Context: an optimization exercise on an open-source flow, tuned for small area and few clock cycles per item. The choices shown serve that exercise and are no tape-out recipe. In this exercise RTL edits were held to simulation tests only and were not proved equivalent to the original. The clock port is modelled as an ideal driver; clocking choices that lean on that would not hold on a real chip.

==> raven: inputs <==
==> flow/design.v (excerpt) <==
module rs_pair_enc (
    input  wire       clk,
    input  wire       rst,
    input  wire       in_valid,
    output wire       in_ready,
    input  wire [9:0] in_sym,
    output wire       out_valid,
    input  wire       out_ready,
    output wire [9:0] out_sym,
    output wire       out_last
);
Settings: LEC_CHECK=0, CAP_MARGIN=20, CORE_MARGIN=2, CORE_UTILIZATION=70, GPL_ROUTABILITY_DRIVEN=0, SLEW_MARGIN=20, SYNTH_HIERARCHICAL=1, SYNTH_MINIMUM_KEEP_SIZE=0; clock period 5.0 ns.
standard.sh (not shown) runs the stock make flow with config.mk's settings and CLKGATE_MAP_FILE= SYNTH_SCRIPT=/design/flow/synth_recipe.tcl, a recipe that flattens the netlist after the stock synthesis.
==> flow/flow/run.sh <==
#!/bin/bash
# Own flow: the standard layout (standard.sh), with
# - the ports buffered with the smallest buffer,
# - the clock tree built without dummy loads, from clkbuf_8 leaf clusters.
set -euo pipefail
export BUFFER_PORTS_ARGS="-buffer_cell sky130_fd_sc_hd__buf_1"
export CTS_ARGS="-sink_clustering_enable -repair_clock_nets -dont_use_dummy_load -buf_list {sky130_fd_sc_hd__clkbuf_8} -sink_clustering_size 20 -sink_clustering_max_diameter 60"
bash standard.sh > flow_make.log 2>&1
==> cedar: changes against raven <==
--- a/flow/design.v
+++ b/flow/design.v
@@ -11,18 +11,20 @@
 );
     localparam NMSG = 1040;               
     localparam NSYM = 1088;               
     localparam SEG  = 24;                 
     reg  [10:0]  cnt;                     
     reg  [4:0]   rot;                     
     reg          clr;                     
     reg  [479:0] r;                       
-    wire in_msg  = !(cnt[10] && (cnt[5] || cnt[4]));      
-    wire last    = cnt[10] && (&cnt[5:0]);                
+    reg          msg;
+    wire in_msg  = msg;
+    wire last    = !msg && !cnt[0] && !cnt[3] && !cnt[4];    
+    wire end_msg = cnt[0] && !cnt[1] && cnt[2] && cnt[3] && cnt[4] && cnt[5] && cnt[7] && cnt[9] && !cnt[10];    
     wire rot_end = rot[0] && rot[1] && rot[2] && rot[4];                  
     wire idle    = clr || (rot != 0);
     assign in_ready  = !idle && in_msg && out_ready;
     assign out_valid = !idle && (in_msg ? in_valid : 1'b1);
     wire   xfer      = !rst && out_valid && out_ready;
     wire   rot_m     = !rst && !clr && !xfer;       
     wire   step_msg  = xfer && in_msg;              
     wire [9:0] top = r[479:470];
@@ -418,27 +420,33 @@
                 assign d[10*k +: 10] = r[10*k-1 -: 10];
             end
         end
     endgenerate
     always @(posedge clk) begin
         r <= d;
         if (rst) begin
             cnt <= 11'd0;
+            msg <= 1'b1;
             clr <= 1'b1;
             rot <= 1;
         end else begin
             if (idle)
                 rot <= rot_end ? 0 : rot + 1;
             else if (!xfer)
                 rot <= 1;
             if (rot_end)
                 clr <= 1'b0;
-            if (xfer)
-                cnt <= last ? 11'd0 : cnt + 11'd1;
+            if (xfer) begin
+                cnt <= last ? 11'd0 : {cnt[9:0], ~(cnt[10] ^ cnt[8])};
+                if (last)
+                    msg <= 1'b1;
+                else if (end_msg)
+                    msg <= 1'b0;
+            end
         end
     end
 endmodule
 module rs_xor2 #(parameter W = 1) (
     input  wire [W-1:0] a,
     input  wire [W-1:0] b,
     output wire [W-1:0] y
 );
==> flow/flow/run.sh (replaced) <==
#!/bin/bash
# Own flow: the standard layout (standard.sh), with
# - the ports buffered with the smallest buffer,
# - the clock tree built without dummy loads, from clkbuf_8 leaf clusters,
# - after clock tree synthesis and again after global routing, gates and
#   buffers off the critical paths downsized, then slew and capacitance
#   repaired (flow/post_cts.tcl, flow/post_grt.tcl).
# ORFS writes each step's full log under orfs/logs; make's own output goes to
# flow_make.log here.
set -euo pipefail
export BUFFER_PORTS_ARGS="-buffer_cell sky130_fd_sc_hd__buf_1"
export CTS_ARGS="-sink_clustering_enable -repair_clock_nets -dont_use_dummy_load -buf_list {sky130_fd_sc_hd__clkbuf_8} -sink_clustering_size 20 -sink_clustering_max_diameter 60"
export POST_CTS_TCL="$(pwd)/flow/post_cts.tcl"
export POST_GLOBAL_ROUTE_TCL="$(pwd)/flow/post_grt.tcl"
bash standard.sh > flow_make.log 2>&1
==> flow/flow/post_cts.tcl (new file) <==
# After clock tree synthesis: downsize gates and buffers on paths with slack
# to spare, then re-legalise.
estimate_parasitics -placement
repair_timing -recover_power 100 -verbose
repair_design -slew_margin 20 -cap_margin 20 -verbose
detailed_placement
estimate_parasitics -placement
report_worst_slack -max
==> flow/flow/post_grt.tcl (new file) <==
# After global routing: downsize gates and buffers on paths with slack to spare,
# fix any slew or capacitance this leaves over the margins, re-legalise, and
# write the route guides again for the detailed router.
global_route -start_incremental
repair_timing -recover_power 100 -verbose
estimate_parasitics -global_routing
repair_design -slew_margin 20 -cap_margin 20 -verbose
detailed_placement
global_route -end_incremental
estimate_parasitics -global_routing
report_worst_slack -max
report_check_types -max_slew -max_capacitance
write_guides $::env(RESULTS_DIR)/route.guide
==> flow/config.mk (replaced) <==
export PLATFORM = sky130hd
export DESIGN_NAME = rs_pair_enc
export DESIGN_NICKNAME = rs_pair_enc
export VERILOG_FILES = /design/flow/design.v
export SDC_FILE = /design/flow/constraint.sdc
export NUM_CORES = 4
export LEC_CHECK = 0
export CAP_MARGIN = 20
export CORE_MARGIN = 2
export CORE_UTILIZATION = 64
export GPL_ROUTABILITY_DRIVEN = 0
export SLEW_MARGIN = 20
export SYNTH_HIERARCHICAL = 1
export SYNTH_MINIMUM_KEEP_SIZE = 0
==> results_dict.tcl <==
set metrics [dict create \
    status "complete, no violations" \
    min_to "r[398]" \
    layout_common_cells "dfxtp_1 (497), xor2_1 (417), buf_4 (47)" \
    swShare_pct 19.8 \
    rsz0062_at_grt "no" \
    pg_clk_w 0.00160 \
    whs_ns 0.262 \
    seq_cell_count 497 \
    worst_pin_slew_ns 1.06 \
    clock-sinks 497 \
]
the above is filed under raven

==> results_dict.tcl <==
set metrics [dict create \
    status "complete, no violations" \
    final_common_cell "dfxtp_1" \
    leakage_nw 8.67 \
    worst_pin_slew_ns 1.01 \
    buffers 87 \
    clock-sinks 498 \
    die_w_um 155 \
    layout_common_cells "dfxtp_1 (498), xor2_1 (416), clkbuf_1 (54)" \
    synth_top_cells_by_count "dfxtp_1 (498), xor2_1 (417), nand2_1 (20)" \
    swShare_pct 19.6 \
    pg_clk_w 0.00164 \
    whs_ns 0.318 \
    dominant-cell-class "registers" \
    place_ws_ns 0.248 \
]
the above is filed under cedar

Testbench counts of raven, summed over its fixed seeds: cycles 19,716, items 18.
Testbench counts of cedar, summed over its fixed seeds: cycles 19,716, items 18.


==> inputs of job 9741 <==
rs_pair_enc, a different RTL version from the one above (not shown whole).
export LEC_CHECK = 0
export CAP_MARGIN = 0
export CORE_MARGIN = 2
export CORE_UTILIZATION = 70
export SLEW_MARGIN = 0
export SYNTH_HIERARCHICAL = 1
export SYNTH_MINIMUM_KEEP_SIZE = 0
create_clock -name core_clock -period 5.0 [get_ports {clk}]
==> flow/flow/run.sh <==
#!/bin/bash
# Own flow: the standard layout (standard.sh), with
# - the ports buffered with the smallest buffer,
# - the clock tree built without dummy loads, from clkbuf_8 leaf clusters.
set -euo pipefail
export BUFFER_PORTS_ARGS="-buffer_cell sky130_fd_sc_hd__buf_1"
export CTS_ARGS="-sink_clustering_enable -repair_clock_nets -dont_use_dummy_load -buf_list {sky130_fd_sc_hd__clkbuf_8} -sink_clustering_size 20 -sink_clustering_max_diameter 50"
bash standard.sh > flow_make.log 2>&1
==> job 8093: changes against job 9741 <==
- CAP_MARGIN: 0 -> 20
- CORE_UTILIZATION: 70 -> 88
- SLEW_MARGIN: 0 -> 20
==> comparison table <==
| metric | job 8093 | job 9741 |
|---|---|---|
| Post-placement cell area | 0.0154 sq mm | 0.0155 sq mm |
| Hold buffers post-CTS | 0 | 0 |
| Place WS | -0.215 ns | 0.258 ns |
| Post-detailed-placement half-perimeter wirelength | 26,000 um | 21,800 um |
| Simple-gate share of the synthesized area | 2.77% | 2.77% |
| Combined area of all synthesized cells | 0.0146 sq mm | 0.0146 sq mm |
| Mux cell area share after synthesis | 0% | 0% |
| Number of different library cells in the post-synthesis netlist | 36 | 36 |
| Chip Width | 133 um | 149 um |
| Count of boundary I/O pins | 27 | 27 |
| Largest area contributor in the netlist | sky130_fd_sc_hd__dfxtp_1 | sky130_fd_sc_hd__dfxtp_1 |
| Most repeated cell in the gate-level netlist after synthesis | sky130_fd_sc_hd__dfxtp_1 | sky130_fd_sc_hd__dfxtp_1 |
| Die H | 133 um | 149 um |
| Sequential element share of the synthesized area | 68.0% | 68.0% |
| Ys Warns | 7 | 7 |
| Dpl cells | 1,377 | 1,428 |
| Complex-gate fraction of the synthesized area | 2.53% | 2.53% |
| Placer Congestion | 0.973 | 0.913 |
| Number of H-tree levels | 2 | 2 |
| Initial Utilization | 89.2% | 71.8% |
| XOR/XNOR Fraction of Synth Area | 25.8% | 25.8% |
| Row cnt | 47 | 52 |
| Port Buf Inserts | 26 | 26 |
| Resized Gates After CTS | 12 | 0 |
| Status | stopped before the end | no timing/DRC/antenna violations |
| Stage where the flow stopped | clock tree synthesis | - |
| Syn_nets | 1,098 | 1,098 |
Testbench counts of job 9741, summed over its fixed seeds: cycles 19,716, items 18.
Testbench counts of job 8093, summed over its fixed seeds: cycles 19,716, items 18.

==> afterwards: timing with drivers on the ports <==
The results above use ideal ports. As a check the final layouts listed here were re-extracted and re-timed, cells and wires unchanged.
Step 1: set_driving_cell puts a clkbuf_16 on clk and a buf_2 on each other input, an assumption about the parent block.
Step 2 times the ports against the registers' clock, not the clock port: input delays grow and output delays shrink by t, the midpoint of the rising clock arrivals with the driver on.
a / b / c = ideal ports / drivers / drivers and shift; a / b = the first two.
| run | shift t [ns] | setup slack, ns | worst setup path after step 2 | worst data-port slew with drivers (ns) |
|---|---|---|---|---|
| raven | 0.632 | 0.893 / 0.893 / 0.497 | input to register | 0.04 |
| cedar | 0.641 | 0.221 / 0.221 / -0.233 | input to register | 0.03 |
| job 9741 | 0.560 | 0.459 / 0.459 / 0.200 | input to register | 0.03 |
Met with ideal ports but missed after step 2: setup timing in cedar. The setup slack of cedar, which loses most, moves by 0.000 ns with the drivers and by -0.454 ns with both steps.
